Context: an optimization exercise on an open-source flow, tuned for small area and a short achievable clock period. The choices shown serve that exercise and are no tape-out recipe. RTL that was checked went through simulation tests only; none was proved equivalent to the original.

Setup of harbor:
Design memi_bch79, start of the top module:
module memi_bch79 (
    input  wire        clk,
    input  wire        rst_n,
    input  wire        enc_valid,
    input  wire [63:0] enc_data,
    output reg         enc_out_valid,
    output reg  [78:0] enc_code,
    input  wire        dec_valid,
    input  wire [78:0] dec_code,
    output reg         dec_out_valid,
    output reg  [63:0] dec_data,
    output reg  [1:0]  dec_status
);
==> flow/config.mk <==
export PLATFORM = sky130hd
export DESIGN_NAME = memi_bch79
export DESIGN_NICKNAME = memi_bch79
export VERILOG_FILES = /design/flow/design.v
export SDC_FILE = /design/flow/constraint.sdc
export NUM_CORES = 4
export LEC_CHECK = 0
export CAP_MARGIN = 20
export CORE_MARGIN = 2
export CORE_UTILIZATION = 50
export CTS_CLUSTER_DIAMETER = 60
export CTS_CLUSTER_SIZE = 30
export SLEW_MARGIN = 20
==> flow/constraint.sdc <==
create_clock -name core_clock -period 20.0 [get_ports {clk}]
set_input_delay 4.0000 -clock core_clock [delete_from_list [all_inputs] [get_ports {clk}]]
set_output_delay 4.0000 -clock core_clock [all_outputs]
set_load 0.01 [all_outputs]
standard.sh (not shown) runs the stock make flow with config.mk's settings and CLKGATE_MAP_FILE= SYNTH_SCRIPT=/design/flow/synth_recipe.tcl, a recipe that flattens the netlist after the stock synthesis.
==> flow/flow/run.sh <==
#!/bin/bash
# The standard ORFS layout (the standard.sh), with two changes:
# timing repair keeps a setup margin, so that paths are optimised well below
# the 20 ns clock, and the ports get plain buffers.
set -euo pipefail
bash standard.sh SETUP_SLACK_MARGIN=14.6 "BUFFER_PORTS_ARGS=-buffer_cell sky130_fd_sc_hd__buf_1"  finish > orfs_flow.log 2>&1
harbor: no failed stages, no open violations at the end
Modified inputs, yarrow compared to harbor
- clearing CTS_CLUSTER_SIZE, which used to be 30
- clearing CTS_CLUSTER_DIAMETER, which used to be 60
--- a/flow/flow/run.sh
+++ b/flow/flow/run.sh
@@ -4,3 +4,3 @@
 # the 20 ns clock, and the ports get plain buffers.
 set -euo pipefail
-bash standard.sh SETUP_SLACK_MARGIN=14.6 "BUFFER_PORTS_ARGS=-buffer_cell sky130_fd_sc_hd__buf_1"  finish > orfs_flow.log 2>&1
+bash standard.sh SETUP_SLACK_MARGIN=14.75 "BUFFER_PORTS_ARGS=-buffer_cell sky130_fd_sc_hd__buf_1"  "CTS_ARGS=-sink_clustering_enable -repair_clock_nets -dont_use_dummy_load -sink_clustering_size 30 -sink_clustering_max_diameter 60" finish > orfs_flow.log 2>&1
## What came out
For yarrow, the slowest stage cell on the critical path was xnor2_1, unlike harbor, where it was xnor2_2.
Compared with harbor, in yarrow number of distinct standard cells referenced by the synthesized netlist held steady; worst setup slack after layout increased 0.21 ns.
Relative to yarrow, the following input files were edited for lagoon:
==> flow/flow/run.sh <==
#!/bin/bash
# The standard ORFS layout (the standard.sh), with two changes:
# timing repair keeps a setup margin, so that paths are optimised well below
# the 20 ns clock, and the ports get plain buffers.
set -euo pipefail
bash standard.sh SETUP_SLACK_MARGIN=14.6 "BUFFER_PORTS_ARGS=-buffer_cell sky130_fd_sc_hd__buf_1"  "CTS_ARGS=-sink_clustering_enable -repair_clock_nets -dont_use_dummy_load" finish > orfs_flow.log 2>&1
Findings:
lagoon gives more detailed-route wire length than yarrow did.
Going from yarrow to lagoon, worst slack at placement now smaller, final critical path time including I/O delays and setup now larger.
Inputs modified between lagoon and willow:
==> flow/flow/run.sh <==
#!/bin/bash
# The standard ORFS layout (the standard.sh), with two changes:
# timing repair keeps a setup margin, so that paths are optimised well below
# the 20 ns clock, and the ports get plain buffers.
set -euo pipefail
bash standard.sh SETUP_SLACK_MARGIN=14.6 "BUFFER_PORTS_ARGS=-buffer_cell sky130_fd_sc_hd__buf_2"  finish > orfs_flow.log 2>&1
### Flow results
- Diff lagoon..willow | global-route usage | negligible
- Of willow and lagoon, the lower number of cells traversed by the worst register-to-register path belongs to lagoon.
- Routing usage on met2 in willow is 0.30 points above lagoon.
- lagoon -> willow: post-detailed-routing wire length flat
- Sort willow and lagoon by final worst-path setup slack, descending, and willow comes first.

========
== try-fjord ==
memi_bch79 again, from the RTL that the note above started with.
clock: 20.0 ns
lec_check: 0
cap_margin: 20
core_margin: 2
core_utilization: 50
cts_buf_list: sky130_fd_sc_hd__clkbuf_4 sky130_fd_sc_hd__clkbuf_8
slew_margin: 20
==> flow/flow/run.sh <==
#!/bin/bash
# The standard ORFS layout (the standard.sh), with two changes:
# timing repair keeps a setup margin, so that paths are optimised well below
# the 20 ns clock, and the ports get plain buffers.
set -euo pipefail
bash standard.sh SETUP_SLACK_MARGIN=14.6 "BUFFER_PORTS_ARGS=-buffer_cell sky130_fd_sc_hd__buf_2"  finish > orfs_flow.log 2>&1
try-fjord ran to completion and came out clean on the timing, DRC and antenna checks.
Setup changes, try-fjord to try-raven
Settings: removing CTS_BUF_LIST (formerly sky130_fd_sc_hd__clkbuf_4 sky130_fd_sc_hd__clkbuf_8).
--- a/flow/flow/run.sh
+++ b/flow/flow/run.sh
@@ -5,2 +5,2 @@
 set -euo pipefail
-bash standard.sh SETUP_SLACK_MARGIN=14.6 "BUFFER_PORTS_ARGS=-buffer_cell sky130_fd_sc_hd__buf_2"  finish > orfs_flow.log 2>&1
+bash standard.sh SETUP_SLACK_MARGIN=15.0 "BUFFER_PORTS_ARGS=-buffer_cell sky130_fd_sc_hd__buf_2"  finish > orfs_flow.log 2>&1
Results
- Compared with try-fjord, in try-raven fraction of final layout cells sized beyond drive strength 1 shows an increase of 10 points, summed area of non-filler cells in the final layout now larger.
- Number of fillers in the final layout, try-raven vs try-fjord: down by more than 10%
- Type of the setup path with the least slack = input pin to register: try-fjord; type of the setup path with the least slack = register to primary output: try-raven
- In the reports for try-fjord and try-raven, the smaller via-per-instance ratio belongs to try-fjord.
- Taking try-fjord over try-raven, the total placed instance area ratio works out to 0.938.
- Longest individual stage delay on the worst path for try-raven: 0.18 ns down relative to try-fjord
- Comparing try-fjord and try-raven, global-route track usage on met3 is higher on try-fjord.
- Standard cell with the maximum stage delay on the critical path = xor2_1: try-fjord; standard cell with the maximum stage delay on the critical path = dfxtp_2: try-raven
- Comparing try-fjord and try-raven, number of cells on the critical path is higher on try-fjord.
Edits applied to the flow inputs when going from try-raven to try-amber:
Settings: PLACE_DENSITY now 0.75, previously not set.
--- a/flow/flow/run.sh
+++ b/flow/flow/run.sh
@@ -5,2 +5,2 @@
 set -euo pipefail
-bash standard.sh SETUP_SLACK_MARGIN=15.0 "BUFFER_PORTS_ARGS=-buffer_cell sky130_fd_sc_hd__buf_2"  finish > orfs_flow.log 2>&1
+bash standard.sh SETUP_SLACK_MARGIN=14.75 "BUFFER_PORTS_ARGS=-buffer_cell sky130_fd_sc_hd__buf_1"  "CTS_ARGS=-sink_clustering_enable -repair_clock_nets -dont_use_dummy_load -sink_clustering_size 30 -sink_clustering_max_diameter 60" finish > orfs_flow.log 2>&1
--- outcome ---
- On final area: between try-raven and try-amber, it ends up lower for try-amber.
- Compared with try-raven, in try-amber detailed-placement wirelength estimate has decreased.
Here is what was changed in the inputs of try-zinc compared with try-amber.
Settings: PLACE_DENSITY: 0.75 -> unset.
==> flow/flow/run.sh <==
#!/bin/bash
# The standard ORFS layout (standard.sh) at the design's clock and SDC,
# with these layout choices:
#  - ports get plain buf_1 buffers;
#  - CTS clusters up to 30 sinks per buffer and adds no dummy loads.
# The full make/tool output goes to orfs_flow.log; ORFS keeps each step's log under orfs/logs.
set -euo pipefail
bash standard.sh SETUP_SLACK_MARGIN=14.75 "BUFFER_PORTS_ARGS=-buffer_cell sky130_fd_sc_hd__buf_1" "CTS_ARGS=-sink_clustering_enable -repair_clock_nets -dont_use_dummy_load -sink_clustering_size 30 -sink_clustering_max_diameter 60" finish > orfs_flow.log 2>&1
==> comparison <==
In the flow results for try-amber and try-zinc, the wire length per cell is smaller on try-zinc.
Between try-zinc and try-amber, the wire length does not differ in any meaningful way.
try-zinc vs try-amber, share of the clock period used by the worst path after layout went down by 0.26 points.
Re amount of wire on met3 after detailed routing: try-amber was higher than try-zinc.
Length of the first detailed-routing pass in iterations, try-amber and try-zinc: lower on try-amber
Diff try-amber -> try-zinc: worst path buffer plus inverter count shrank by 1; fraction of standard cell area that is sequential held steady; global-route usage grew by 0.29 points; final core area utilization grew by 0.22 points.

========
Starting RTL as in the previous note.
export LEC_CHECK = 0
export CAP_MARGIN = 20
export CORE_MARGIN = 2
export CORE_UTILIZATION = 50
export SLEW_MARGIN = 20
export TNS_END_PERCENT = 20
create_clock -name core_clock -period 20.0 [get_ports {clk}]
==> flow/flow/run.sh <==
#!/bin/bash
# The standard ORFS layout (the standard.sh), with two changes:
# timing repair keeps a setup margin, so that paths are optimised well below
# the 20 ns clock, and the ports get plain buffers.
set -euo pipefail
bash standard.sh SETUP_SLACK_MARGIN=14.75 "BUFFER_PORTS_ARGS=-buffer_cell sky130_fd_sc_hd__buf_1"  "CTS_ARGS=-sink_clustering_enable -repair_clock_nets -dont_use_dummy_load -sink_clustering_size 30 -sink_clustering_max_diameter 60" finish > orfs_flow.log 2>&1
Edit:
==> flow/flow/run.sh (replaced) <==
#!/bin/bash
# The standard ORFS layout (the standard.sh), with two changes:
# timing repair keeps a setup margin, so that paths are optimised well below
# the 20 ns clock, and the ports get plain buffers.
set -euo pipefail
bash standard.sh SETUP_SLACK_MARGIN=15.4 "BUFFER_PORTS_ARGS=-buffer_cell sky130_fd_sc_hd__buf_2"  finish > orfs_flow.log 2>&1
- TNS_END_PERCENT: 20 -> not set
=> Die area is unchanged; synthesized area does not change; via count came out higher by 16%; register-to-register slack gains 540 ps; non-clock buffer count came out higher by 140; worst setup slack gains 23 ps; utilization came out higher by 20 points.
Edit:
--- a/flow/flow/run.sh
+++ b/flow/flow/run.sh
@@ -5,2 +5,2 @@
 set -euo pipefail
-bash standard.sh SETUP_SLACK_MARGIN=15.4 "BUFFER_PORTS_ARGS=-buffer_cell sky130_fd_sc_hd__buf_2"  finish > orfs_flow.log 2>&1
+bash standard.sh SETUP_SLACK_MARGIN=14.85 "BUFFER_PORTS_ARGS=-buffer_cell sky130_fd_sc_hd__buf_1"  "CTS_ARGS=-sink_clustering_enable -repair_clock_nets -dont_use_dummy_load -sink_clustering_size 30 -sink_clustering_max_diameter 60" finish > orfs_flow.log 2>&1
- GPL_TIMING_DRIVEN: not set -> 1
Result: The new run passed the timing, DRC and antenna checks; final cell count fell by about 6%; design area fell by 23%; first-iteration DRC count fell by 32%; setup slack gets better by 200 ps; routed wire length fell by 25%; count of clock-buffer cells in the layout fell by 19; die area stays the same; area after synthesis does not change; clock skew rose by 43 ps.
Edit:
==> flow/flow/run.sh (replaced) <==
#!/bin/bash
# The standard ORFS layout (the standard.sh), with two changes:
# timing repair keeps a setup margin, so that paths are optimised well below
# the 20 ns clock, and the ports get plain buffers.
set -euo pipefail
bash standard.sh SETUP_SLACK_MARGIN=14.75 "BUFFER_PORTS_ARGS=-buffer_cell sky130_fd_sc_hd__buf_1"  "CTS_ARGS=-sink_clustering_enable -repair_clock_nets -dont_use_dummy_load -sink_clustering_size 30 -sink_clustering_max_diameter 60" finish > orfs_flow.log 2>&1
- CAP_MARGIN: 20 -> 0
- GPL_TIMING_DRIVEN: 1 -> not set
- SLEW_MARGIN: 20 -> 0
- The changed run finished clean
- final cell count shrinks by about 0.36%
- clock skew grows by 31 ps
- worst setup slack degrades by 69 ps

========
memi_bch79, a different RTL version from the one above (not shown whole).
Size: roughly 310 flip-flops, ~17000 um2 of cells after synthesis.
Design memi_bch79, start of the top module:
module memi_bch79 (
    input  wire        clk,
    input  wire        rst_n,
    input  wire        enc_valid,
    input  wire [63:0] enc_data,
    output reg         enc_out_valid,
    output reg  [78:0] enc_code,
    input  wire        dec_valid,
    input  wire [78:0] dec_code,
    output reg         dec_out_valid,
    output reg  [63:0] dec_data,
    output reg  [1:0]  dec_status
);
    function [6:0] gf_mul;
        input [6:0] a;
        input [6:0] b;
        integer k;
        reg [6:0] acc;
        reg [6:0] sh;
        begin
            acc = 7'd0;
            sh  = a;
            for (k = 0; k < 7; k = k + 1) begin
                if (b[k]) acc = acc ^ sh;
                sh = {sh[5:0], 1'b0} ^ (sh[6] ? 7'h09 : 7'h00);
            end
            gf_mul = acc;
        end
    endfunction
    wire [13:0] enc_chk;
    wire enc_par;
    wire ex0 = enc_data[17] ^ enc_data[43];
    wire ex1 = enc_data[14] ^ enc_data[3];
    wire ex2 = enc_data[0] ^ enc_data[22];
    wire ex3 = enc_data[13] ^ enc_data[46];
    wire ex4 = enc_data[27] ^ enc_data[33];
    wire ex5 = enc_data[30] ^ enc_data[44];
    wire ex6 = enc_data[1] ^ enc_data[23];
    wire ex7 = enc_data[31] ^ enc_data[47];
    wire ex8 = enc_data[37] ^ enc_data[62];
    wire ex9 = enc_data[2] ^ enc_data[24];
    wire ex10 = enc_data[38] ^ enc_data[63];
    wire ex11 = enc_data[25] ^ enc_data[26];
    wire ex12 = enc_data[32] ^ enc_data[4];
    wire ex13 = enc_data[18] ^ enc_data[5];
    wire ex14 = enc_data[29] ^ enc_data[45];
    wire ex15 = enc_data[48] ^ enc_data[61];
    wire ex16 = enc_data[50] ^ enc_data[53];
    wire ex17 = enc_data[56] ^ ex1;
    wire ex18 = enc_data[28] ^ enc_data[59];
    wire ex19 = enc_data[10] ^ enc_data[54];
    wire ex20 = enc_data[49] ^ enc_data[57];
    wire ex21 = enc_data[11] ^ enc_data[55];
    wire ex22 = enc_data[12] ^ enc_data[58];
    wire ex23 = enc_data[42] ^ enc_data[6];
    wire ex24 = enc_data[9] ^ ex0;
  ...
Settings: LEC_CHECK=0, CAP_MARGIN=20, CORE_MARGIN=2, CORE_UTILIZATION=40, SLEW_MARGIN=20; clock period 20.0 ns.
==> flow/flow/run.sh <==
#!/bin/bash
# Standard ORFS layout; timing repair is asked to leave a setup margin so that
# the paths are actually optimised, and ports get plain buffers.
set -euo pipefail
bash standard.sh SETUP_SLACK_MARGIN=14.5 "BUFFER_PORTS_ARGS=-buffer_cell sky130_fd_sc_hd__buf_2" finish > orfs_flow.log 2>&1
The starting point produced a clean layout.
==> next run, changes <==
==> flow/flow/run.sh (replaced) <==
#!/bin/bash
# The standard ORFS layout (the standard.sh), with two changes:
# timing repair keeps a setup margin, so that paths are optimised well below
# the 20 ns clock, and the ports get plain buffers.
set -euo pipefail
bash standard.sh SETUP_SLACK_MARGIN=14.75 "BUFFER_PORTS_ARGS=-buffer_cell sky130_fd_sc_hd__buf_1"  "CTS_ARGS=-sink_clustering_enable -repair_clock_nets -dont_use_dummy_load -sink_clustering_size 30 -sink_clustering_max_diameter 60" finish > orfs_flow.log 2>&1
CORE_UTILIZATION = 50   (was 40)
The new run produced a clean layout.
Sequential cell count does not change.
Synthesized area stays the same.
Core utilization went up by 11 points.
Via count went up by about 1.1%.
Clock skew went up by 0.057 ns.
Critical path depth went up by 1.
Die area went down by about 20%.
First-iteration DRC count went up by about 4.3%.
Function was not checked in any run of this note: the RTL went through the layout flow alone.

========
RTL: one of the versions met above, not the one the previous note started from.
For scale: ~1800 cells after synthesis, about 310 flip-flops.
Design memi_bch79, start of the top module:
module memi_bch79 (
    input  wire        clk,
    input  wire        rst_n,
    input  wire        enc_valid,
    input  wire [63:0] enc_data,
    output reg         enc_out_valid,
    output reg  [78:0] enc_code,
    input  wire        dec_valid,
    input  wire [78:0] dec_code,
    output reg         dec_out_valid,
    output reg  [63:0] dec_data,
    output reg  [1:0]  dec_status
);
==> flow/config.mk <==
export PLATFORM = sky130hd
export DESIGN_NAME = memi_bch79
export DESIGN_NICKNAME = memi_bch79
export VERILOG_FILES = /design/flow/design.v
export SDC_FILE = /design/flow/constraint.sdc
export NUM_CORES = 4
export LEC_CHECK = 0
export CAP_MARGIN = 20
export CORE_MARGIN = 2
export CORE_UTILIZATION = 50
export SLEW_MARGIN = 20
==> flow/constraint.sdc <==
create_clock -name core_clock -period 20.0 [get_ports {clk}]
set_input_delay 4.0000 -clock core_clock [delete_from_list [all_inputs] [get_ports {clk}]]
set_output_delay 4.0000 -clock core_clock [all_outputs]
set_load 0.01 [all_outputs]
==> flow/flow/run.sh <==
#!/bin/bash
# The standard ORFS layout (the standard.sh), with two changes:
# timing repair keeps a setup margin, so that paths are optimised well below
# the 20 ns clock, and the ports get plain buffers.
set -euo pipefail
bash standard.sh SETUP_SLACK_MARGIN=14.6 "BUFFER_PORTS_ARGS=-buffer_cell sky130_fd_sc_hd__buf_1"  finish > orfs_flow.log 2>&1
The first run passed the timing, DRC and antenna checks.
Next try:
CORE_UTILIZATION = 57   (was 50)
Via count grows by about 2%.
Wire length shrinks by 0.64%.
Die area shrinks by about 12%.
Hold slack gains 0.0038 ns.
Synthesized area stays the same.
Clock-buffer cell count shrinks by 14.
Sequential share of layout area grows by 0.10 points.
Setup slack loses 0.087 ns.
Next try:
--- a/flow/flow/run.sh
+++ b/flow/flow/run.sh
@@ -6 +6 @@
-bash standard.sh SETUP_SLACK_MARGIN=14.6 "BUFFER_PORTS_ARGS=-buffer_cell sky130_fd_sc_hd__buf_1"  finish > orfs_flow.log 2>&1
+bash standard.sh SETUP_SLACK_MARGIN=14.6 "BUFFER_PORTS_ARGS=-buffer_cell sky130_fd_sc_hd__buf_1"  "CTS_ARGS=-sink_clustering_enable -repair_clock_nets -dont_use_dummy_load -sink_clustering_size 30 -sink_clustering_max_diameter 60" finish > orfs_flow.log 2>&1
CORE_UTILIZATION = 50   (was 57)
GPL_TIMING_DRIVEN = 1   (was not set)
Outcome: The new run finished with timing, DRC and antenna clean; setup slack improved by 0.030 ns; global-route usage went down by 4.4 points; synthesized area does not change; clock-buffer cell count went down by 10.
Next try:
==> flow/flow/run.sh (replaced) <==
#!/bin/bash
# The standard ORFS layout (the standard.sh), with two changes:
# timing repair keeps a setup margin, so that paths are optimised well below
# the 20 ns clock, and the ports get plain buffers.
set -euo pipefail
bash standard.sh SETUP_SLACK_MARGIN=14.7 "BUFFER_PORTS_ARGS=-buffer_cell sky130_fd_sc_hd__buf_1"  "CTS_ARGS=-sink_clustering_enable -repair_clock_nets -dont_use_dummy_load -sink_clustering_size 30 -sink_clustering_max_diameter 60" finish > orfs_flow.log 2>&1
GPL_TIMING_DRIVEN = not set   (was 1)
Worst setup slack gains 0.13 ns.
Cell area climbs by 1.5%.
Utilization climbs by 0.87 points.

## re-timing with driven ports
How much do the figures lean on ideal ports? The routed layouts below were timed once more, with nothing changed but the port constraints. Step 1 assumes that a clkbuf_16 drives the clock port and a buf_2 every other input. Step 2 times the ports against the registers' clock, not the clock port: input delays grow and output delays shrink by t, the midpoint of the rising clock arrivals with the driver on. Slacks: no drivers / after step 1 / after step 2; pairs: no drivers / after step 1.
run | shift t [ns] | setup WS [ns] | hold slack, ns | slew at the worst register clock pin (ns)
harbor | 0.603 | 14.579 / 14.611 / 14.008 | 0.322 / 0.322 / 0.322 | 0.09 / 0.09
yarrow | 0.586 | 14.792 / 14.787 / 14.229 | 0.299 / 0.299 / 0.299 | 0.10 / 0.10
lagoon | 0.579 | 14.628 / 14.655 / 14.076 | 0.284 / 0.284 / 0.284 | 0.06 / 0.06
willow | 0.606 | 14.678 / 14.673 / 14.067 | 0.323 / 0.323 / 0.323 | 0.06 / 0.06
try-fjord | 0.686 | 14.696 / 14.672 / 13.986 | 0.302 / 0.302 / 0.302 | 0.07 / 0.07
try-raven | 0.632 | 14.951 / 14.897 / 14.367 | 0.326 / 0.326 / 0.326 | 0.07 / 0.07
try-amber | 0.562 | 14.740 / 14.767 / 14.204 | 0.304 / 0.304 / 0.304 | 0.11 / 0.11
try-zinc | 0.586 | 14.792 / 14.787 / 14.229 | 0.299 / 0.299 / 0.299 | 0.10 / 0.10
the first run of note 3 | 0.575 | 14.645 / 14.680 / 14.105 | 0.267 / 0.267 / 0.267 | 0.09 / 0.09
the second run of note 3 | 0.651 | 14.667 / 14.706 / 14.055 | 0.326 / 0.326 / 0.326 | 0.08 / 0.08
the third run of note 3 | 0.597 | 14.863 / 14.841 / 14.288 | 0.299 / 0.299 / 0.299 | 0.10 / 0.10
the fourth run of note 3 | 0.588 | 14.794 / 14.783 / 14.234 | 0.299 / 0.299 / 0.299 | 0.10 / 0.10
the first run of note 4 | 0.647 | 14.601 / 14.638 / 13.991 | 0.316 / 0.316 / 0.316 | 0.07 / 0.07
the second run of note 4 | 0.592 | 14.696 / 14.728 / 14.136 | 0.286 / 0.286 / 0.286 | 0.09 / 0.09
the first run of note 5 | 0.599 | 14.641 / 14.631 / 14.032 | 0.318 / 0.318 / 0.318 | 0.07 / 0.07
the second run of note 5 | 0.621 | 14.554 / 14.568 / 13.947 | 0.322 / 0.322 / 0.322 | 0.07 / 0.07
the third run of note 5 | 0.576 | 14.584 / 14.616 / 14.040 | 0.297 / 0.297 / 0.297 | 0.09 / 0.09
the fourth run of note 5 | 0.583 | 14.712 / 14.743 / 14.160 | 0.295 / 0.295 / 0.295 | 0.10 / 0.10
After both steps every run listed still meets setup and hold. For try-fjord, which loses most, drivers alone change the setup slack by -0.024 ns; drivers and shift together by -0.710 ns.
